Source: an optimization exercise on an open RTL-to-GDS flow (aim: small area and a short achievable clock period). Production flows keep margins and buffers that such runs may drop. The RTL was checked by simulation tests, not by an equivalence proof against the original design.

$ cat design/flow/flow/abc_area.script
strash
dch
map -a
strash
dch
map -a
topo
stime -c
buffer -c
upsize -c
dnsize -c
$ cat design/flow/standard.sh
#!/bin/bash
# synth_recipe.tcl (not shown) runs the flow's synth.tcl, then flattens the netlist and writes it again
# the make line also repeats each setting of config.mk as NAME=value (left out here)
make -C /OpenROAD-flow-scripts/flow DESIGN_CONFIG=/design/flow/config.mk WORK_HOME=/design/flow/orfs CLKGATE_MAP_FILE= SYNTH_SCRIPT=/design/flow/synth_recipe.tcl "${@:-finish}"
$ cat design/flow/config.mk
export PLATFORM = sky130hd
export DESIGN_NAME = cmp_blend
export DESIGN_NICKNAME = cmp_blend
export VERILOG_FILES = /design/flow/design.v
export SDC_FILE = /design/flow/constraint.sdc
export NUM_CORES = 4
export LEC_CHECK = 0
export ABC_AREA = 1
export CAP_MARGIN = 20
export CORE_MARGIN = 2
export CORE_UTILIZATION = 65
export CTS_CLUSTER_DIAMETER = 100
export CTS_CLUSTER_SIZE = 30
export SLEW_MARGIN = 20
$ cat design/flow/flow/run.sh
#!/bin/bash
# The standard layout (standard.sh) with two changes:
#  - synthesis maps the logic with ABC's area-only standard-cell mapping
#    (two rounds of map -a, in abc_area.script) in place of ORFS's abc_area.script;
#    the registers, and every other synthesis step, are the standard ones;
#  - every input and output port still gets its own buffer, but a plain
#    buf_1 rather than the delay cell buffer_ports picks by default.
set -euo pipefail
here=$(pwd)
ports="BUFFER_PORTS_ARGS=-buffer_cell sky130_fd_sc_hd__buf_1"
rm -rf "$here/abc_scripts"
cp -r "$FLOW_HOME/scripts" "$here/abc_scripts"
cp "$here/flow/abc_area.script" "$here/abc_scripts/abc_area.script"
bash "$here/standard.sh" SCRIPTS_DIR="$here/abc_scripts" "$ports" synth > "$here/synth.log" 2>&1
bash "$here/standard.sh" "$ports" > "$here/layout.log" 2>&1
$ cat design/flow/design.v
module f16_rca #(
    parameter W = 16
) (
    input  wire [W-1:0] a,
    input  wire [W-1:0] b,
    input  wire         ci,
    output wire [W-1:0] s,
    output wire         co
);
    wire [W:0] c;
    assign c[0] = ci;
    genvar i;
    generate
        for (i = 0; i < W; i = i + 1) begin : bit_
            assign s[i]   = a[i] ^ b[i] ^ c[i];
            assign c[i+1] = (a[i] & b[i]) | (a[i] & c[i]) | (b[i] & c[i]);
        end
    endgenerate
    assign co = c[W];
endmodule
module f16_lzc #(
    parameter W  = 11,
    parameter LW = 4
) (
    input  wire [W-1:0]  v,
    output reg  [LW-1:0] n
);
    integer i;
    always @* begin
        n = W;
        for (i = 0; i < W; i = i + 1)
            if (v[i]) n = W - 1 - i;
    end
endmodule
module f16_shr #(
    parameter W  = 23,
    parameter SW = 5
) (
    input  wire [W-1:0]  x,
    input  wire [SW-1:0] sh,
    output wire [W-1:0]  q,
    output wire          st
);
    wire [W-1:0] v [0:SW];
    wire [SW:0]  s;
    assign v[0] = x;
    assign s[0] = 1'b0;
    genvar j;
    generate
        for (j = 0; j < SW; j = j + 1) begin : stage
            localparam integer K = SW - 1 - j;
            localparam integer D = 1 << K;
            if (D < W) begin : part
                assign v[j+1] = sh[K] ? {{D{1'b0}}, v[j][W-1:D]} : v[j];
                assign s[j+1] = s[j] | (sh[K] & (|v[j][D-1:0]));
            end else begin : all
                assign v[j+1] = sh[K] ? {W{1'b0}} : v[j];
                assign s[j+1] = s[j] | (sh[K] & (|v[j]));
            end
        end
    endgenerate
    assign q  = v[SW];
    assign st = s[SW];
endmodule
module f16_prnd #(
    parameter NA = 11,
    parameter NB = 11
) (
    input  wire                sign,
    input  wire                zero,
    input  wire [NA+NB-1:0]    p,
    input  wire [4:0]          lz,
    input  wire signed [7:0]   w,
    input  wire [4:0]          shs,
    output wire [15:0]         y,
    output wire                ovf
);
    localparam integer N = NA + NB;
    wire       wp  = ~w[7];                         
    wire [4:0] shn = (N - 12) - lz;
    wire [4:0] sh  = wp ? shn : shs;
    wire [N:0] q;
    wire       stq;
    f16_shr #(.W(N + 1), .SW(5)) u_sh (.x({p, 1'b0}), .sh(sh), .q(q), .st(stq));
    wire extra = q[12] & wp;
    wire [10:0] n   = extra ? q[12:2] : q[11:1];
    wire        rb  = extra ? q[1] : q[0];
    wire        st  = stq | (extra & q[0]);
    wire        inc = rb & (st | n[0]);
    wire [5:0]  e0  = (wp & ~zero) ? (w[5:0] + {5'd0, extra}) : 6'd0;    
    wire [16:0] pat = {1'b0, e0, 10'd0} + {6'd0, n} + {16'd0, inc};
    assign ovf = pat[16:10] >= 7'd31;
    assign y   = {sign, ovf ? 15'h7BFF : pat[14:0]};
endmodule
module f16_umul #(
    parameter NA   = 11,
    parameter NB   = 11,
    parameter FAST = 1
) (
    input  wire [NA-1:0]    a,
    input  wire [NB-1:0]    b,
    output wire [NA+NB-1:0] p
);
    wire [NA-1:0] s [0:NB-1];
    wire [NA-1:0] c [0:NB-1];
    assign s[0] = a & {NA{b[0]}};
    assign c[0] = {NA{1'b0}};
    assign p[0] = s[0][0];
    genvar i, j;
    generate
        for (i = 1; i < NB; i = i + 1) begin : row
            for (j = 0; j < NA; j = j + 1) begin : col
                wire x = a[j] & b[i];
                wire y = (j == NA - 1) ? 1'b0 : s[i-1][j+1];
                wire z = c[i-1][j];
                assign s[i][j] = x ^ y ^ z;
                assign c[i][j] = (x & y) | (x & z) | (y & z);
            end
            assign p[i] = s[i][0];
        end
    endgenerate
    wire [NA-1:0] fs = {1'b0, s[NB-1][NA-1:1]};
    wire [NA-1:0] fc = c[NB-1];
    generate
        if (FAST) begin : fast
            assign p[NA+NB-1:NB] = fs + fc;
        end else begin : slow
            wire co;
            f16_rca #(.W(NA)) u_add (.a(fs), .b(fc), .ci(1'b0), .s(p[NA+NB-1:NB]), .co(co));
        end
    endgenerate
endmodule
module f16_mul #(
    parameter FAST  = 1,
    parameter BNORM = 0
) (
    input  wire [15:0] a,
    input  wire [15:0] b,
    output wire [15:0] y,
    output wire        ovf
);
    wire        za   = a[14:10] == 5'd0;
    wire        zb   = b[14:10] == 5'd0;
    wire [4:0]  ea   = {a[14:11], a[10] | za};
    wire [4:0]  eb   = {b[14:11], b[10] | zb};
    wire [10:0] ma   = {~za, a[9:0]};
    wire [10:0] mb   = {~zb, b[9:0]};
    wire        zero = (a[14:0] == 15'd0) | (b[14:0] == 15'd0);
    wire [21:0] p;
    f16_umul #(.NA(11), .NB(11), .FAST(FAST)) u_mul (.a(ma), .b(mb), .p(p));
    wire [3:0] lza, lzb;
    f16_lzc #(.W(11), .LW(4)) u_lza (.v(ma), .n(lza));
    generate
        if (BNORM) begin : bn
            assign lzb = 4'd0;
        end else begin : bs
            f16_lzc #(.W(11), .LW(4)) u_lzb (.v(mb), .n(lzb));
        end
    endgenerate
    wire [4:0] lz = {1'b0, lza | lzb};
    wire [5:0] es = {1'b0, ea} + {1'b0, eb};
    wire signed [7:0] w = $signed({2'd0, es}) - $signed({3'd0, lz}) - 8'sd16;
    wire [4:0] shs = 5'd26 - es[4:0];
    f16_prnd #(.NA(11), .NB(11)) u_rnd (
        .sign(a[15] ^ b[15]), .zero(zero), .p(p), .lz(lz), .w(w), .shs(shs),
        .y(y), .ovf(ovf)
    );
endmodule
module f16_mulk #(
    parameter FAST = 1
) (
    input  wire [15:0] g,
    input  wire [8:0]  k,
    output wire [15:0] y
);
    wire        zg   = g[14:10] == 5'd0;
    wire [4:0]  eg   = {g[14:11], g[10] | zg};
    wire [10:0] mg   = {~zg, g[9:0]};
    wire        zero = (g[14:0] == 15'd0) | (k[7:0] == 8'd0);
    wire [18:0] p;
    f16_umul #(.NA(11), .NB(8), .FAST(FAST)) u_mul (.a(mg), .b(k[7:0]), .p(p));
    wire [3:0] lzg, lzk;
    f16_lzc #(.W(11), .LW(4)) u_lzg (.v(mg), .n(lzg));
    f16_lzc #(.W(8), .LW(4)) u_lzk (.v(k[7:0]), .n(lzk));
    wire [4:0] lz = {1'b0, lzg} + {1'b0, lzk};
    wire signed [7:0] w = $signed({3'd0, eg}) - $signed({3'd0, lz}) - 8'sd2;
    wire [4:0] shs = 5'd9 - eg;
    wire [15:0] yr;
    wire        ovf_unused;
    f16_prnd #(.NA(11), .NB(8)) u_rnd (
        .sign(g[15]), .zero(zero), .p(p), .lz(lz), .w(w), .shs(shs),
        .y(yr), .ovf(ovf_unused)
    );
    assign y = k[8] ? g : yr;
endmodule
module f16_add #(
    parameter FAST = 1
) (
    input  wire [15:0] a,
    input  wire [15:0] b,
    output wire [15:0] y,
    output wire        ovf
);
    wire swap;
    generate
        if (FAST) begin : cf
            assign swap = b[14:0] > a[14:0];
        end else begin : cs
            wire [14:0] dd;
            wire        co;
            f16_rca #(.W(15)) u_cmp (.a(a[14:0]), .b(~b[14:0]), .ci(1'b1), .s(dd), .co(co));
            assign swap = ~co;
        end
    endgenerate
    wire [15:0] big = swap ? b : a;
    wire [15:0] sml = swap ? a : b;
    wire        zg = big[14:10] == 5'd0;
    wire        zs = sml[14:10] == 5'd0;
    wire [4:0]  eg = {big[14:11], big[10] | zg};
    wire [4:0]  es = {sml[14:11], sml[10] | zs};
    wire [10:0] mg = {~zg, big[9:0]};
    wire [10:0] ms = {~zs, sml[9:0]};
    wire [4:0]  d  = eg - es;
    wire [3:0]  dc = (d > 5'd14) ? 4'd15 : d[3:0];
    wire [13:0] ms_sh;
    wire        stk;
    f16_shr #(.W(14), .SW(4)) u_al (.x({ms, 3'b000}), .sh(dc), .q(ms_sh), .st(stk));
    wire [14:0] al   = {1'b0, ms_sh[13:1], ms_sh[0] | stk};
    wire [14:0] mg_x = {1'b0, mg, 3'b000};
    wire        sb = big[15] ^ sml[15];
    wire [14:0] sum;
    generate
        if (FAST) begin : af
            assign sum = mg_x + (al ^ {15{sb}}) + {14'd0, sb};
        end else begin : as
            wire co;
            f16_rca #(.W(15)) u_sum (.a(mg_x), .b(al ^ {15{sb}}), .ci(sb), .s(sum), .co(co));
        end
    endgenerate
    wire zsum = sum == 15'd0;
    wire sgn  = zsum ? (a[15] & b[15]) : big[15];
    wire [3:0]  lz;
    f16_lzc #(.W(15), .LW(4)) u_lz (.v(sum), .n(lz));
    wire [3:0]  t  = ({1'b0, lz} > eg) ? eg[3:0] : lz;
    wire [14:0] sn = sum << t;
    wire [4:0]  e0 = zsum ? 5'd0 : eg - {1'b0, t};    
    wire [10:0] n   = sn[14:4];
    wire        inc = sn[3] & ((|sn[2:0]) | n[0]);
    wire [15:0] pat = {1'b0, e0, 10'd0} + {5'd0, n} + {15'd0, inc};
    assign ovf = pat[15:10] >= 6'd31;
    assign y   = {sgn, ovf ? 15'h7BFF : pat[14:0]};
endmodule
module cmp_dkey (
    input  wire [15:0] v0,
    input  wire [15:0] v1,
    input  wire [15:0] v2,
    input  wire [15:0] lo0,
    input  wire [15:0] lo1,
    input  wire [15:0] lo2,
    input  wire [15:0] hi0,
    input  wire [15:0] hi1,
    input  wire [15:0] hi2,
    input  wire [2:0]  use_c,
    input  wire        invert,
    input  wire [15:0] key_soft,
    output wire [8:0]  k
);
    wire [15:0] m0, m1, m2;
    wire        nz0, nz1, nz2;
    cmp_kdist u_k0 (.v(v0), .lo(lo0), .hi(hi0), .en(use_c[0]), .nz(nz0), .dm1(m0));
    cmp_kdist u_k1 (.v(v1), .lo(lo1), .hi(hi1), .en(use_c[1]), .nz(nz1), .dm1(m1));
    cmp_kdist u_k2 (.v(v2), .lo(lo2), .hi(hi2), .en(use_c[2]), .nz(nz2), .dm1(m2));
    wire [16:0] x0 = {nz0, m0};
    wire [16:0] x1 = {nz1, m1};
    wire [16:0] x2 = {nz2, m2};
    wire g10 = x1 > x0;
    wire g20 = x2 > x0;
    wire g21 = x2 > x1;
    wire [16:0] xm = (~g10 & ~g20) ? x0 : (g10 & ~g21) ? x1 : x2;
    wire        dz = ~xm[16];
    wire [15:0] dm = xm[15:0];
    wire [16:0] sd = {1'b0, key_soft} + {1'b0, ~dm};
    wire        ge = ~sd[16] | (sd[15:0] == 16'd0);
    wire [17:0] s1 = {2'b00, key_soft};
    wire [17:0] s2 = {1'b0, key_soft, 1'b0};
    wire [17:0] s3 = s1 + s2;
    wire [15:0] rem [0:4];
    wire [7:0]  qn;
    assign rem[0] = dm;
    genvar i;
    generate
        for (i = 0; i < 4; i = i + 1) begin : div
            wire [17:0] r4 = {rem[i], 2'b11};
            wire [18:0] e1 = {1'b0, r4} - {1'b0, s1};
            wire [18:0] e2 = {1'b0, r4} - {1'b0, s2};
            wire [18:0] e3 = {1'b0, r4} - {1'b0, s3};
            wire        c1 = ~e1[18];
            wire        c2 = ~e2[18];
            wire        c3 = ~e3[18];
            assign qn[7-2*i] = c2;
            assign qn[6-2*i] = c3 | (c1 & ~c2);
            assign rem[i+1]  = c3 ? e3[15:0] : c2 ? e2[15:0] : c1 ? e1[15:0] : r4[15:0];
        end
    endgenerate
    wire [8:0] m = dz ? 9'd256 : ge ? 9'd0 : {1'b0, ~qn};
    assign k = (use_c == 3'b000) ? 9'd256 : invert ? (9'd256 - m) : m;
endmodule
module cmp_kdist (
    input  wire [15:0] v,
    input  wire [15:0] lo,
    input  wire [15:0] hi,
    input  wire        en,
    output wire        nz,
    output wire [15:0] dm1
);
    wire [16:0] x  = {1'b0, lo} + {1'b0, ~v};       
    wire [16:0] z  = {1'b0, v} + {1'b0, ~hi};       
    wire        lt = x[16];
    wire        gt = z[16];
    assign nz  = en & (lt | gt);
    assign dm1 = ~en ? 16'd0 : lt ? x[15:0] : gt ? z[15:0] : 16'd0;
endmodule
module cmp_blend (
    input  wire        clk,
    input  wire        rst,
    input  wire        in_valid,
    input  wire [15:0] in_d_r,      
    input  wire [15:0] in_d_g,
    input  wire [15:0] in_d_b,
    input  wire [15:0] in_d_a,
    input  wire [15:0] in_c_r,      
    input  wire [15:0] in_c_g,
    input  wire [15:0] in_c_b,
    input  wire [15:0] in_apx,      
    input  wire [15:0] in_ga,       
    input  wire [15:0] in_ks,       
    input  wire        in_premul,   
    input  wire [15:0] in_key_lo0,  
    input  wire [15:0] in_key_lo1,
    input  wire [15:0] in_key_lo2,
    input  wire [15:0] in_key_hi0,
    input  wire [15:0] in_key_hi1,
    input  wire [15:0] in_key_hi2,
    input  wire [2:0]  in_key_use,
    input  wire        in_key_inv,
    input  wire [15:0] in_key_soft,
    output reg         out_valid,
    output reg  [15:0] out_d_r,     
    output reg  [15:0] out_d_g,
    output reg  [15:0] out_d_b,
    output reg  [15:0] out_d_a,
    output reg  [3:0]  out_sat      
);
    localparam [15:0] ONE = 16'h3C00;
    reg        v0_q;
    reg [15:0] d_r, d_g, d_b, d_a, c_r, c_g, c_b, apx, ga, ks;
    reg        premul;
    reg [15:0] lo0, lo1, lo2, hi0, hi1, hi2, key_soft;
    reg [2:0]  use_c;
    reg        inv;
    always @(posedge clk) begin
        if (rst)
            v0_q <= 1'b0;
        else
            v0_q <= in_valid;
        d_r    <= in_d_r;
        d_g    <= in_d_g;
        d_b    <= in_d_b;
        d_a    <= in_d_a;
        c_r    <= in_c_r;
        c_g    <= in_c_g;
        c_b    <= in_c_b;
        apx    <= in_apx;
        ga     <= in_ga;
        ks     <= in_ks;
        premul <= in_premul;
        lo0    <= in_key_lo0;
        lo1    <= in_key_lo1;
        lo2    <= in_key_lo2;
        hi0    <= in_key_hi0;
        hi1    <= in_key_hi1;
        hi2    <= in_key_hi2;
        use_c  <= in_key_use;
        inv    <= in_key_inv;
        key_soft <= in_key_soft;
    end
    wire [8:0] k;
    cmp_dkey u_dkey (
        .v0(d_r), .v1(d_g), .v2(d_b),
        .lo0(lo0), .lo1(lo1), .lo2(lo2),
        .hi0(hi0), .hi1(hi1), .hi2(hi2),
        .use_c(use_c), .invert(inv), .key_soft(key_soft),
        .k(k)
    );
    wire [15:0] gks;
    wire        ov_gks;
    f16_mul #(.FAST(0)) u_gks (.a(ga), .b(ks), .y(gks), .ovf(ov_gks));
    reg        v1_q;
    reg [15:0] d1_r, d1_g, d1_b, d1_a, c1_r, c1_g, c1_b, apx1, gks1;
    reg [8:0]  k1;
    reg        premul1, sat1;
    always @(posedge clk) begin
        if (rst)
            v1_q <= 1'b0;
        else
            v1_q <= v0_q;
        d1_r <= d_r; d1_g <= d_g; d1_b <= d_b; d1_a <= d_a;
        c1_r <= c_r; c1_g <= c_g; c1_b <= c_b;
        apx1 <= apx; gks1 <= gks; k1 <= k;
        premul1 <= premul; sat1 <= ov_gks;
    end
    wire [15:0] f, a;
    wire        ov_a;
    f16_mulk #(.FAST(1)) u_f (.g(gks1), .k(k1), .y(f));
    f16_mul  #(.FAST(1)) u_a (.a(apx1), .b(f), .y(a), .ovf(ov_a));
    reg        v2_q;
    reg [15:0] d2_r, d2_g, d2_b, d2_a, c2_r, c2_g, c2_b, a2, s2;
    reg [1:0]  sat2;
    always @(posedge clk) begin
        if (rst)
            v2_q <= 1'b0;
        else
            v2_q <= v1_q;
        d2_r <= d1_r; d2_g <= d1_g; d2_b <= d1_b; d2_a <= d1_a;
        c2_r <= c1_r; c2_g <= c1_g; c2_b <= c1_b;
        a2 <= a; s2 <= premul1 ? f : a;
        sat2 <= {1'b0, sat1} + {1'b0, ov_a};
    end
    wire [15:0] r;
    wire        ov_r_unused;
    f16_add #(.FAST(1)) u_r (.a(ONE), .b({~a2[15], a2[14:0]}), .y(r), .ovf(ov_r_unused));
    wire [15:0] p_r, p_g, p_b, t_r, t_g, t_b, t_a;
    wire [6:0]  ov3;
    f16_mul #(.FAST(0))               u_pr (.a(c2_r), .b(s2), .y(p_r), .ovf(ov3[0]));
    f16_mul #(.FAST(0))               u_pg (.a(c2_g), .b(s2), .y(p_g), .ovf(ov3[1]));
    f16_mul #(.FAST(0))               u_pb (.a(c2_b), .b(s2), .y(p_b), .ovf(ov3[2]));
    f16_mul #(.FAST(1), .BNORM(1))    u_tr (.a(d2_r), .b(r),  .y(t_r), .ovf(ov3[3]));
    f16_mul #(.FAST(1), .BNORM(1))    u_tg (.a(d2_g), .b(r),  .y(t_g), .ovf(ov3[4]));
    f16_mul #(.FAST(1), .BNORM(1))    u_tb (.a(d2_b), .b(r),  .y(t_b), .ovf(ov3[5]));
    f16_mul #(.FAST(1), .BNORM(1))    u_ta (.a(d2_a), .b(r),  .y(t_a), .ovf(ov3[6]));
    integer j;
    reg [3:0] nsat3;
    always @* begin
        nsat3 = {2'd0, sat2};
        for (j = 0; j < 7; j = j + 1)
            nsat3 = nsat3 + {3'd0, ov3[j]};
    end
    reg        v3_q;
    reg [15:0] p3_r, p3_g, p3_b, t3_r, t3_g, t3_b, t3_a, a3;
    reg [3:0]  sat3;
    always @(posedge clk) begin
        if (rst)
            v3_q <= 1'b0;
        else
            v3_q <= v2_q;
        p3_r <= p_r; p3_g <= p_g; p3_b <= p_b;
        t3_r <= t_r; t3_g <= t_g; t3_b <= t_b; t3_a <= t_a;
        a3 <= a2; sat3 <= nsat3;
    end
    wire [15:0] n_r, n_g, n_b, n_a;
    wire [3:0]  ov4;
    f16_add #(.FAST(0)) u_nr (.a(p3_r), .b(t3_r), .y(n_r), .ovf(ov4[0]));
    f16_add #(.FAST(0)) u_ng (.a(p3_g), .b(t3_g), .y(n_g), .ovf(ov4[1]));
    f16_add #(.FAST(0)) u_nb (.a(p3_b), .b(t3_b), .y(n_b), .ovf(ov4[2]));
    f16_add #(.FAST(0)) u_na (.a(a3),   .b(t3_a), .y(n_a), .ovf(ov4[3]));
    wire [3:0] nsat = sat3 + {3'd0, ov4[0]} + {3'd0, ov4[1]} + {3'd0, ov4[2]} + {3'd0, ov4[3]};
    always @(posedge clk) begin
        if (rst)
            out_valid <= 1'b0;
        else
            out_valid <= v3_q;
        out_d_r <= n_r;
        out_d_g <= n_g;
        out_d_b <= n_b;
        out_d_a <= n_a;
        out_sat <= nsat;
    end
endmodule
$ cat design/flow/constraint.sdc
create_clock -name core_clock -period 125.0 [get_ports {clk}]
set_input_delay 25.0000 -clock core_clock [delete_from_list [all_inputs] [get_ports {clk}]]
set_output_delay 25.0000 -clock core_clock [all_outputs]
set_load 0.01 [all_outputs]
==> flow_summary.ini, run 1 <==
[grt]
grt_pass1_vias = 86400
grt_max_degree = 58
grt_overflow = 0
grt_pass1_wl_microns = 435000
grt_antenna_before_repair = 16
grt_use_total = 0.355

[worst_setup_path]
crit_required_ns = 100.00
r2r_setup_slack_ns = 101.79
r2r_end = sat3[1]
critPathTopFamily = flip-flops
critical_path.startpoint_type = flop
r2r-start = a2[0]
cp_max_fo = 1
slowest_delay_ns = 0.32
path_cells = buf_1
end_kind = output port
reg2reg_depth = 107
cpMaxStageDelayCell = dfxtp_1
cp_num_buf_inv = 1
cp.arrival_ns = 1.18
worstSetupPathType = flop to output port

[sta]
max_freq_mhz = 38.2
finalCritPeriodShare = 0.209
worstMarginPinSlew_ns = 1.07
fin_crit_ns = 26.18
hold_viol = 0
slew_violations = 0
worst_slack_ns = 98.82
setup_viol = 0
rsz0062_at_grt = false
slew_headroom = 0.289
fin_setup_tns_ns = 0
finClkSkew_ns = 0.0478

[clock_tree]
numCtsBuffers = 45
cts_tree = yes
cts_resized = 0
clk_pin_slew_worst_paths_ns = 0.10
cts.sinks = 783
cts-root-buf = clkbuf_16
clk_latency_ns = 0.72
postCtsHoldBufs = 0
clockBufferDepth = 3
cts_max_level = 2
cts_setup_buffers = 0

[place]
io_buffers = 348
placed_cells_incl_taps = 15300
pre_cts_ws_ns = 99.54
gp_congestion = 0.985
place_hpwl_microns = 223000

[die]
core-area_sq_um = 146000
die_w_microns = 388
initial_core_util = 0.656
num_rows = 140
die_area_sq_um = 150000
ios = 349
fp.dieH_microns = 388

[cells_and_area]
utilization = 0.685
drive_gt1_frac = 0.0299
stdcell_count = 15400
fill_cells = 12600
syn_to_final_growth_pct = 4.43
final_nets = 15500

[status]
status = finished clean

[drt]
wl_microns = 269000
drt_first_pass_iters = 7
drc = 0
drtIter0Drc = 7149
ant_nets = 0
vias_per_cell = 5.69
vias = 87600
wl_per_cell_microns = 17.5

[flow_run]
drv_cap = 0

[synth]
yosys_warnings = 11
ys_ff_latch = 783
synth_top_area_frac = 0.211
synth_common_cells = nand2_1, inv_1, nor2_1
synthFlopType = dfxtp_1
async_flop_share = 0
syn_area_per_cell_sq_um = 7.15
synth_area_leaders = fa_1, dfxtp_1, ha_1
synth_cell_types = 94
synth_area_sq_um = 95700
ys_seq_area_frac = 0.164
synth_nets = 15500
netlist_instances = 13400
netlist.top_cell.by_area = fa_1
synth_edf_count = 0
synth.most_common_cell = nand2_1

[hold_path]
min_to = c1_g[2]
min_delay_path_depth = 0
holdCritStartpoint = c_g[2]
hold_path.class = flop to flop
stage by stage:
step | hold slack [ns] | area [sq um]
finish | 0.321 | 99900
global route | 0.317 | 99900
CTS | 0.318 | 99900
detailed placement | 0.312 | 98200
global placement | 0.310 | 98200
floorplan | 0.310 | 95700
kinds of logic (layout without fill, tap and decap cells):
logic type      Yosys count  after routing  share of synthesized area
xor+xnor                513            513                     0.0471
mux                      62             62                    0.00650
flops                   783            783                      0.164
fa+ha+maj              1798           1798                      0.314
buf+inv                2603           2693                      0.104
compound gates         2466           2466                      0.145
simple gates           5161           5161                      0.219
other cells               1              4                  0.0000392
worst reg2reg max path, delay by kind of cell, from the launching register on:
family	cells	cell delay, ns
compound gates	23	4.71
xor+xnor	4	0.75
fa+ha+maj	18	7.40
buf+inv	17	2.70
flops	1	0.36
simple gates	45	7.09
cells in the final DEF (no fill, tap or decap), types with 145 or more instances in the layout:
cell type,synthesis,layout
nor3_1,148,147
o21ai_0,1138,1133
a21oi_1,657,656
nand3_1,229,229
inv_1,2088,2088
xnor2_1,145,145
nand2_1,2346,2346
buf_1,24,348
dfxtp_1,783,783
fa_1,1006,1006
nor2_1,2056,2053
xor2_1,367,367
ha_1,792,792
final cells by class:
class | instances | area (sq um) | share of cell area
diodes | 3 | 7.51 | 0.0000752
clock buffers | 47 | 1140 | 0.0114
clock inverters | 30 | 543 | 0.00544
inverters | 2200 | 8280 | 0.0829
multi-input cells | 10000 | 70000 | 0.701
flip-flops and latches | 783 | 15700 | 0.157
well taps | 1917 | 2400 | 0.0240
repair buffers | 416 | 1820 | 0.0183
routing by layer:
metal | global-route usage | up-vias | share of wire
li1 | - | 42600 | -
met1 | 0.459 | 41000 | 0.42
met2 | 0.589 | 3235 | 0.45
met3 | 0.0497 | 724 | 0.076
met4 | 0.163 | 10 | 0.051
met5 | 0 | - | 0.00026
how the worst max path moves through the flow:
stage | start | endpoint | slack (ns) | cells past startpoint
detailed placement | out_sat[2] | out_sat[2] | 99.54 | 1
global route | out_d_g[1] | out_d_g[1] | 98.77 | 1
finish | out_valid | out_valid | 98.82 | 1
global placement | out_d_r[15] | out_d_r[15] | 99.57 | 1
CTS | out_valid | out_valid | 98.77 | 1
floorplan | out_d_a[0] | out_d_a[0] | 99.67 | 0
==> run 2, diff against run 1 <==
--- a/design/flow/design.v
+++ b/design/flow/design.v
@@ -273,10 +273,8 @@
     wire [16:0] x0 = {nz0, m0};
     wire [16:0] x1 = {nz1, m1};
     wire [16:0] x2 = {nz2, m2};
-    wire g10 = x1 > x0;
-    wire g20 = x2 > x0;
-    wire g21 = x2 > x1;
-    wire [16:0] xm = (~g10 & ~g20) ? x0 : (g10 & ~g21) ? x1 : x2;
+    wire [16:0] x01 = (x1 > x0) ? x1 : x0;
+    wire [16:0] xm  = (x2 > x01) ? x2 : x01;
     wire        dz = ~xm[16];
     wire [15:0] dm = xm[15:0];
     wire [16:0] sd = {1'b0, key_soft} + {1'b0, ~dm};
--- a/design/flow/flow/run.sh
+++ b/design/flow/flow/run.sh
@@ -1,7 +1,7 @@
 #!/bin/bash
 # The standard layout (standard.sh) with two changes:
 #  - synthesis maps the logic with ABC's area-only standard-cell mapping
-#    (two rounds of map -a, in abc_area.script) in place of ORFS's abc_area.script;
+#    (map -a, in abc_area.script) in place of ORFS's abc_area.script;
 #    the registers, and every other synthesis step, are the standard ones;
 #  - every input and output port still gets its own buffer, but a plain
 #    buf_1 rather than the delay cell buffer_ports picks by default.
==> design/flow/flow/abc_area.script (replaced) <==
strash
dch
map -a
topo
stime -c
buffer -c
upsize -c
dnsize -c
--- a/design/flow/config.mk
+++ b/design/flow/config.mk
@@ -9,6 +9,4 @@
 export CAP_MARGIN = 20
 export CORE_MARGIN = 2
 export CORE_UTILIZATION = 65
-export CTS_CLUSTER_DIAMETER = 100
-export CTS_CLUSTER_SIZE = 30
 export SLEW_MARGIN = 20
==> run 2 against run 1 <==
Effect of this change:
- still clean on timing, DRC and antenna
- global-route usage increased by 1.3 points
- non-clock buffer count increased by 1
- maximum frequency decreased by 0.17%
- register-to-register slack got worse by 1.4 ns
- critical endpoint is now out_d_b[3]
==> flow_summary.ini, run 2 <==
[worst_setup_path]
startpoint = out_d_b[3]
critPathTopFamily = flip-flops
reg2reg_depth = 125
cpMaxStageDelayCell = dfxtp_1
endpoint = out_d_b[3]
cp.arrival_ns = 1.22
path_cells = buf_1
r2r_end = k1[8]
r2r_setup_slack_ns = 100.40
critical_path.startpoint_type = flop
cp_max_fo = 1
worstSetupPathType = flop to output port
cp_num_buf_inv = 1
end_kind = output port
slowest_delay_ns = 0.34
crit_required_ns = 100.00
r2r-start = d_r[0]
critical_path_depth = 1

[clock_tree]
numCtsBuffers = 85
cts_max_level = 3
cts_tree = yes
postCtsHoldBufs = 0
cts_setup_buffers = 0
cts-root-buf = clkbuf_16
clk_pin_slew_worst_paths_ns = 0.08
cts_resized = 0
cts.sinks = 783
clockBufferDepth = 3
clk_latency_ns = 0.73

[hold_path]
hold_path.class = flop to flop
holdCritStartpoint = d1_a[7]

[sta]
worstMarginPinSlew_ns = 1.15
slew_violations = 0
slew_headroom = 0.231
hold_viol = 0
setup_viol = 0
rsz0062_at_grt = false
finalCritPeriodShare = 0.210
fin_setup_tns_ns = 0
fin_crit_ns = 26.22
max_freq_mhz = 38.1
finClkSkew_ns = 0.0444

[grt]
grt_antenna_before_repair = 18
grt_pass1_vias = 89600
grt_max_degree = 57
grt_overflow = 0
grt_pass1_wl_microns = 451000
grt_use_total = 0.368

[synth]
synth_area_leaders = fa_1, dfxtp_1, ha_1
yosys_warnings = 11
synth_edf_count = 0
synthSimpleGateAreaFrac = 0.224
synth_nets = 15700
synth_common_cells = nand2_1, inv_1, nor2_1
netlist.top_cell.by_area = fa_1
synth_top_area_frac = 0.208
synth_cell_types = 82
ys_ff_latch = 783
synth_xor_area_frac = 0.0506
netlist_instances = 13700
synthFlopType = dfxtp_1
synth_top_family_by_area = adder cells
syn_area_per_cell_sq_um = 7.08
synthMuxAreaShare = 0.00300
synth.most_common_cell = nand2_1
synth_area_sq_um = 96700
async_flop_share = 0
synth_compound_area_frac = 0.146
ys_seq_area_frac = 0.162
synthAdderAreaFrac = 0.308

[drt]
vias_per_cell = 5.70
wl_per_cell_microns = 17.8
drt_first_pass_iters = 6
drc = 0
ant_nets = 0
vias = 89800
drtIter0Drc = 7035
wl_microns = 280000

[place]
placed_cell_area_sq_um = 99200
gp_congestion = 1.06
placed_cells_incl_taps = 15600
io_buffers = 348
place_hpwl_microns = 231000

[cells_and_area]
fin_area_sq_um = 102000
final_cell_mix = nand2_1, inv_1, nor2_1, o21ai_0, fa_1
drive_gt1_frac = 0.0395
multi_input_area_sq_um = 70800
fill_cells = 12600
final_common_cell = nand2_1
stdcell_count = 15700
final_nets = 15800
syn_to_final_growth_pct = 5.64
regArea_sq_um = 15700

[die]
initial_core_util = 0.655
ios = 349
die_area_sq_um = 152000
die_w_microns = 390
core-area_sq_um = 148000
num_rows = 141
fp.dieH_microns = 390

[status]
status = finished clean

[flow_run]
drv_cap = 0
[run 2: cell count changes in the layout (fill, tap and decap cells not counted), sizes merged, moves of 53 or more]
cell / before / now
o22ai: 90 / 37
nand2: 2368 / 2458
o21ai: 1229 / 1286
clkbuf: 47 / 100
inv: 2139 / 2215
a21oi: 662 / 752
[run 2: layer usage]
metal  vias up  track usage  routed length, microns
met5         -            0                      48
met4         8        0.205                   17300
met3       849       0.0537                   19900
met2      3325        0.630                  132000
met1     42200        0.444                  110000
li1      43400            -                       -
[run 2: cell type report]
class,count,area share
Multi-Input combinational cell,10200,0.693
Sequential cell,783,0.153
Inverter,2275,0.0837
Tap cell,1930,0.0236
Clock buffer,100,0.0228
Timing Repair Buffer,417,0.0179
Clock inverter,54,0.00571
Antenna cell,7,0.000171
[run 2: worst min path at each step]
stage | cells after the start | slack [ns] | to
floorplan | 0 | 0.31 | apx1[0]
global placement | 0 | 0.31 | c1_b[11]
detailed placement | 0 | 0.31 | c1_b[11]
CTS | 0 | 0.30 | d2_a[7]
global route | 0 | 0.32 | d2_a[7]
finish | 0 | 0.30 | d2_a[7]
[run 2: kinds of logic (layout without fill, tap and decap cells)]
family                   after synthesis  after routing
other                                  1              8
flip-flops                           783            783
multiplexers                          29             29
XOR/XNOR                             558            558
AND/OR/NAND/NOR                     5291           5291
buffers and inverters               2700           2846
adder cells (fa/ha/maj)             1781           1781
AO/OA/AOI/OAI                       2521           2521
[run 2: worst register-to-register path: cells and delay by family (launching register included)]
kind	cells	cell delay, ns
AO/OA/AOI/OAI	47	9.30
XOR/XNOR	1	0.18
adder cells (fa/ha/maj)	11	3.55
buffers and inverters	14	2.59
flip-flops	1	0.34
AND/OR/NAND/NOR	52	8.58
[run 2: through the flow]
step / utilization / hold WS (ns) / setup WS, ns
CTS: 0.692 / 0.305 / 98.75
finish: 0.692 / 0.301 / 98.78
global placement: 0.672 / 0.310 / 99.56
detailed placement: 0.672 / 0.312 / 99.54
floorplan: - / 0.310 / 99.67
global route: 0.692 / 0.318 / 98.50
==> run 3, diff against run 2 <==
--- a/design/flow/design.v
+++ b/design/flow/design.v
@@ -273,8 +273,10 @@
     wire [16:0] x0 = {nz0, m0};
     wire [16:0] x1 = {nz1, m1};
     wire [16:0] x2 = {nz2, m2};
-    wire [16:0] x01 = (x1 > x0) ? x1 : x0;
-    wire [16:0] xm  = (x2 > x01) ? x2 : x01;
+    wire g10 = x1 > x0;
+    wire g20 = x2 > x0;
+    wire g21 = x2 > x1;
+    wire [16:0] xm = (~g10 & ~g20) ? x0 : (g10 & ~g21) ? x1 : x2;
     wire        dz = ~xm[16];
     wire [15:0] dm = xm[15:0];
     wire [16:0] sd = {1'b0, key_soft} + {1'b0, ~dm};
==> design/flow/flow/run.sh (replaced) <==
#!/bin/bash
# The standard layout (standard.sh) with these changes:
#  - synthesis maps all the logic with ABC (its area-oriented mapper amap,
#    then ORFS's usual buffering and sizing; see abc_area.script) in place of
#    ORFS's abc_area.script, and without first extracting full and half adder
#    cells (ADDER_MAP_FILE empty); the registers, and every other synthesis
#    step, are the standard ones;
#  - every input and output port still gets its own buffer, but a plain
#    buf_1 rather than the delay cell buffer_ports picks by default.
set -euo pipefail
here=$(pwd)
ports="BUFFER_PORTS_ARGS=-buffer_cell sky130_fd_sc_hd__buf_1"
rm -rf "$here/abc_scripts"
cp -r "$FLOW_HOME/scripts" "$here/abc_scripts"
cp "$here/flow/abc_area.script" "$here/abc_scripts/abc_area.script"
bash "$here/standard.sh" SCRIPTS_DIR="$here/abc_scripts" ADDER_MAP_FILE= "$ports" synth > "$here/synth.log" 2>&1
bash "$here/standard.sh" "$ports" > "$here/layout.log" 2>&1
==> design/flow/flow/abc_area.script (replaced) <==
strash
dch
amap -m
topo
stime -c
buffer -c
upsize -c
dnsize -c
--- a/design/flow/config.mk
+++ b/design/flow/config.mk
@@ -9,4 +9,6 @@
 export CAP_MARGIN = 20
 export CORE_MARGIN = 2
 export CORE_UTILIZATION = 65
+export CTS_CLUSTER_DIAMETER = 100
+export CTS_CLUSTER_SIZE = 30
 export SLEW_MARGIN = 20
==> run 3 against run 2 <==
Effect of this change:
- non-clock buffer count grew 60
- critical path depth is the same
- global-route usage grew 3.6 points
- synthesized area shrank 5.7%
- final cell count grew 13%
- wire length grew 9.8%
==> flow_summary.ini, run 3 <==
[drt]
vias_per_cell = 6.36
ant_nets = 0
wl_met3_microns = 35300
drc = 0
wl_met2_microns = 132000
top_layer_used = met5
drt_first_pass_iters = 13
wl_per_cell_microns = 17.2
drtIter0Drc = 12800
vias = 114000
wl_microns = 307000
wl_met1_microns = 120000

[hold_path]
hold_path.class = flop to flop
min_delay_path_depth = 0
min_to = d2_b[2]
holdCritStartpoint = d1_b[2]

[clock_tree]
cts_setup_buffers = 0
cts.sinks = 783
cts_max_level = 2
postCtsHoldBufs = 0
cts_tree = yes
cts-root-buf = clkbuf_16
clk_pin_slew_worst_paths_ns = 0.11
numCtsBuffers = 43
cts_resized = 0
clockBufferDepth = 3
clk_latency_ns = 0.70

[sta]
finalCritPeriodShare = 0.209
hold_viol = 0
slew_headroom = 0.265
finClkSkew_ns = 0.0495
worstMarginPinSlew_ns = 1.10
fin_crit_ns = 26.19
setup_viol = 0
slew_violations = 0
rsz0062_at_grt = false
max_freq_mhz = 38.2
whs_ns = 0.307
fin_setup_tns_ns = 0

[grt]
grt_max_degree = 52
grt_antenna_before_repair = 6
grt_pass1_wl_microns = 483000
grt_overflow = 0
grt_use_total = 0.404
grt_pass1_vias = 100000

[worst_setup_path]
end_kind = output port
crit_required_ns = 100.00
critical_path.startpoint_type = flop
slowest_delay_ns = 0.34
r2r-start = d_r[1]
cp_max_fo = 1
path_cells = buf_1
r2r_setup_slack_ns = 101.61
r2r_end = k1[7]
cpMaxStageDelayCell = dfxtp_1
reg2reg_depth = 133
worstSetupPathType = flop to output port
cp.arrival_ns = 1.19
cp_num_buf_inv = 1
critPathTopFamily = flip-flops

[cells_and_area]
drive_gt1_frac = 0.0504
syn_to_final_growth_pct = 3.98
diodes = 0
final_nets = 16200
utilization = 0.680
final_common_cell = nor2_1
final_cell_mix = nor2_1, nand2_1, o21ai_0, a21oi_1, inv_1
fill_cells = 12600

[synth]
ys_ff_latch = 783
synth_area_sq_um = 91200
synth_edf_count = 0
synthFlopType = dfxtp_1
netlist_instances = 16000
synth_nets = 16200
async_flop_share = 0
netlist.top_cell.by_area = dfxtp_1
synth_common_cells = nor2_1, nand2_1, o21ai_0
synth_area_leaders = dfxtp_1, nor2_1, o21ai_0
synth_top_area_frac = 0.172
ys_seq_area_frac = 0.172
synth_cell_types = 127
yosys_warnings = 11
syn_area_per_cell_sq_um = 5.72
synth.most_common_cell = nor2_1

[place]
gp_congestion = 1.04
io_buffers = 348
place_hpwl_microns = 238000

[die]
num_rows = 137
initial_core_util = 0.654
fp.dieH_microns = 379
die_w_microns = 379
ios = 349
core-area_sq_um = 139000
die_area_sq_um = 143000

[flow_run]
drv_cap = 0

[status]
status = finished clean
run 3: changes by cell type after synthesis, moves of 372 or more:
cell,delta
ha_1,-775
xor2_1,-377
a21oi_1,+916
o21ai_0,+746
nand2_1,-372
fa_1,-1006
nor2_1,+2114
o22a_1,+381
o22ai_1,+803
inv_1,-1127
run 3: cell type report:
type	instances	area (sq um)	share of cell area
Clock inverter	24	435	0.00459
Clock buffer	45	1090	0.0115
Timing Repair Buffer	477	2270	0.0240
Sequential cell	783	15700	0.165
Tap cell	1876	2350	0.0248
Inverter	1133	4260	0.0450
Multi-Input combinational cell	13500	68700	0.725
run 3: kinds of logic after synthesis:
group,count (synthesis),synth area share
DFF,783,0.172
and+or+nand+nor,7265,0.326
buffers and inverters,1643,0.0762
AOI/OAI and AO/OA,6202,0.420
xor gates and xnor gates,59,0.00567
run 3: worst max-delay path by stage:
stage	startpoint	to	slack [ns]	cells past startpoint
global placement	out_valid	out_valid	99.57	1
global route	out_d_b[7]	out_d_b[7]	98.75	1
detailed placement	out_d_g[14]	out_d_g[14]	99.53	1
CTS	out_d_g[14]	out_d_g[14]	98.77	1
finish	out_d_b[7]	out_d_b[7]	98.81	1
floorplan	out_d_a[0]	out_d_a[0]	99.67	0
run 3: per-layer routing:
layer,vias to the layer above,global-route usage
met2,5746,0.655
met3,1272,0.0814
met4,2,0.238
li1,56600,-
met5,-,0
met1,50000,0.494
run 3: stage by stage:
step                      cells  instance area [sq um]  worst slack, ns
after global placement    17800                  93200            99.57
after floorplan           16000                  91200            99.67
after detailed placement  17800                  93200            99.53
after global routing      17900                  94800            98.75
after CTS                 17900                  94800            98.77
final                     17900                  94800            98.81
==> run 4, diff against run 3 <==
--- a/design/flow/flow/run.sh
+++ b/design/flow/flow/run.sh
@@ -1,6 +1,6 @@
 #!/bin/bash
 # The standard layout (standard.sh) with these changes:
-#  - synthesis maps all the logic with ABC (its area-oriented mapper amap,
+#  - synthesis maps all the logic with ABC (one round of dc2 rewriting, then its area-oriented mapper amap,
 #    then ORFS's usual buffering and sizing; see abc_area.script) in place of
 #    ORFS's abc_area.script, and without first extracting full and half adder
 #    cells (ADDER_MAP_FILE empty); the registers, and every other synthesis
==> design/flow/flow/abc_area.script (replaced) <==
strash
dc2
dch
amap -m
topo
stime -c
buffer -c
upsize -c
dnsize -c
==> run 4 against run 3 <==
Effect of this change:
- hold slack improved by 0.0013 ns
- worst setup slack got worse by 0.024 ns
- critical path type unchanged
- critical endpoint is now out_valid
- largest cell class unchanged
==> flow_summary.ini, run 4 <==
[sta]
fin_setup_tns_ns = 0
rsz0062_at_grt = false
slew_violations = 0
slew_headroom = 0.178
finClkSkew_ns = 0.0484
finalCritPeriodShare = 0.210
max_freq_mhz = 38.2
fin_crit_ns = 26.21
whs_ns = 0.308
worstMarginPinSlew_ns = 1.22
setup_viol = 0
worst_slack_ns = 98.79
hold_viol = 0

[grt]
grt_use_total = 0.399
met1_usage = 0.486
grt_antenna_before_repair = 17
grt_pass1_vias = 98600
grt_overflow = 0
grt_pass1_wl_microns = 473000
grt_max_degree = 53
use_met2 = 0.663
busiest_layer = met2
grt.met3_usage = 0.0677

[synth]
synth_top_area_frac = 0.175
synth_edf_count = 0
yosys_warnings = 11
synth_nets = 15900
synth_common_cells = nor2_1, nand2_1, o21ai_0
synthFlopType = dfxtp_1
netlist_instances = 15600
syn_area_per_cell_sq_um = 5.72
synth_cell_types = 125
async_flop_share = 0
synth.most_common_cell = nor2_1
netlist.top_cell.by_area = dfxtp_1
synth_area_sq_um = 89500
ys_ff_latch = 783
synth_area_leaders = dfxtp_1, nor2_1, o21ai_0
ys_seq_area_frac = 0.175

[flow_run]
drv_cap = 0

[drt]
wl_microns = 298000
wl_per_cell_microns = 17.1
drc = 0
ant_nets = 0
vias_per_cell = 6.38
drtIter0Drc = 12200
drt_first_pass_iters = 9
vias = 111000

[place]
placed_cell_area_sq_um = 91500
place_hpwl_microns = 231000
pre_cts_ws_ns = 99.54
gp_congestion = 1.01
io_buffers = 348

[clock_tree]
cts_resized = 0
clk_pin_slew_worst_paths_ns = 0.11
postCtsHoldBufs = 0
cts.sinks = 783
cts-root-buf = clkbuf_16
cts_tree = yes
cts_max_level = 2
clockBufferDepth = 3
numCtsBuffers = 45
cts_setup_buffers = 0
clk_latency_ns = 0.73

[worst_setup_path]
path_cells = buf_1
critical_path.startpoint_type = flop
cp_num_buf_inv = 1
critPathTopFamily = flip-flops
end_kind = output port
slowest_delay_ns = 0.33
cp.arrival_ns = 1.21
cpMaxStageDelayCell = dfxtp_1
crit_required_ns = 100.00
cp_max_fo = 1
worstSetupPathType = flop to output port

[die]
core-area_sq_um = 137000
num_rows = 136
ios = 349
die_w_microns = 375
initial_core_util = 0.653
fp.dieH_microns = 375
die_area_sq_um = 141000

[cells_and_area]
fin_area_sq_um = 93200
regArea_sq_um = 15700
drive_gt1_frac = 0.0464
syn_to_final_growth_pct = 4.17
utilization = 0.680
multi_input_area_sq_um = 67400
final_common_cell = nor2_1
fill_cells = 12500
final_nets = 15900
final_cell_mix = nor2_1, nand2_1, o21ai_0, a21oi_1, inv_1

[status]
status = finished clean

[hold_path]
hold_path.class = flop to flop
-- run 4: changes by cell type in the layout (fill, tap and decap cells not counted), sizes merged, moves of 71 or more --
cell	previous run	this run
inv	1080	976
a222oi	112	12
nor2	4203	4121
a21oi	1700	1614
o21ai	2030	2108
nand2	2086	2015
and3	89	194
-- run 4: per-stage QoR --
step / cells
after detailed placement: 17400
after CTS: 17500
after floorplan: 15600
after global placement: 17400
after global routing: 17500
final: 17500
-- run 4: per-layer routing --
layer | share of wire | vias to the layer above
met5 | 0.00035 | -
met4 | 0.059 | 16
met3 | 0.10 | 1236
met2 | 0.44 | 5614
met1 | 0.39 | 49100
li1 | - | 55400
-- run 4: final cells by class --
class | count | share of cell area
Inverter | 1024 | 0.0425
Multi-Input combinational cell | 13300 | 0.723
Tap cell | 1794 | 0.0241
Clock buffer | 47 | 0.0123
Timing Repair Buffer | 472 | 0.0239
Clock inverter | 29 | 0.00545
Antenna cell | 5 | 0.000134
Sequential cell | 783 | 0.168
-- run 4: logic make-up (layout without fill, tap and decap cells) --
family | Yosys count | after routing | synth area share
XOR/XNOR | 60 | 60 | 0.00587
AO/OA/AOI/OAI | 6045 | 6045 | 0.414
AND/OR/NAND/NOR | 7200 | 7200 | 0.332
other | 0 | 5 | 0
flip-flops | 783 | 783 | 0.175
buffers and inverters | 1550 | 1572 | 0.0733
-- run 4: path summary, 6_finish.rpt --
path	slack, ns	to	cells after the start	from
min reg2reg	0.31	d2_b[15]	0	d1_b[15]
max	98.79	out_valid	1	out_valid
max reg2reg	101.90	k1[8]	141	d_g[1]
min	0.31	d2_b[15]	0	d1_b[15]

==> what the ideal ports hide <==
In the flow no input, the clock included, has a driving cell. The finished layouts below were timed again as built, in two steps. Step 1 assumes that a clkbuf_16 drives the clock port and a buf_2 every other input. Step 2, shift: input delay + t, output delay - t, t = (earliest + latest rising clock arrival at the registers) / 2. This alone moves slack from input paths to output paths. Three values: ideal ports, drivers, drivers and shift; two values: the first two.
run	t (ns)	setup WS [ns]	worst data-port slew with drivers (ns)
run 1	0.783	98.820 / 98.731 / 99.514	0.06
run 2	0.794	98.776 / 98.689 / 99.484	0.06
run 3	0.768	98.814 / 98.728 / 99.497	0.05
run 4	0.792	98.789 / 98.701 / 99.493	0.05
After both steps setup and hold are still met in every run listed.
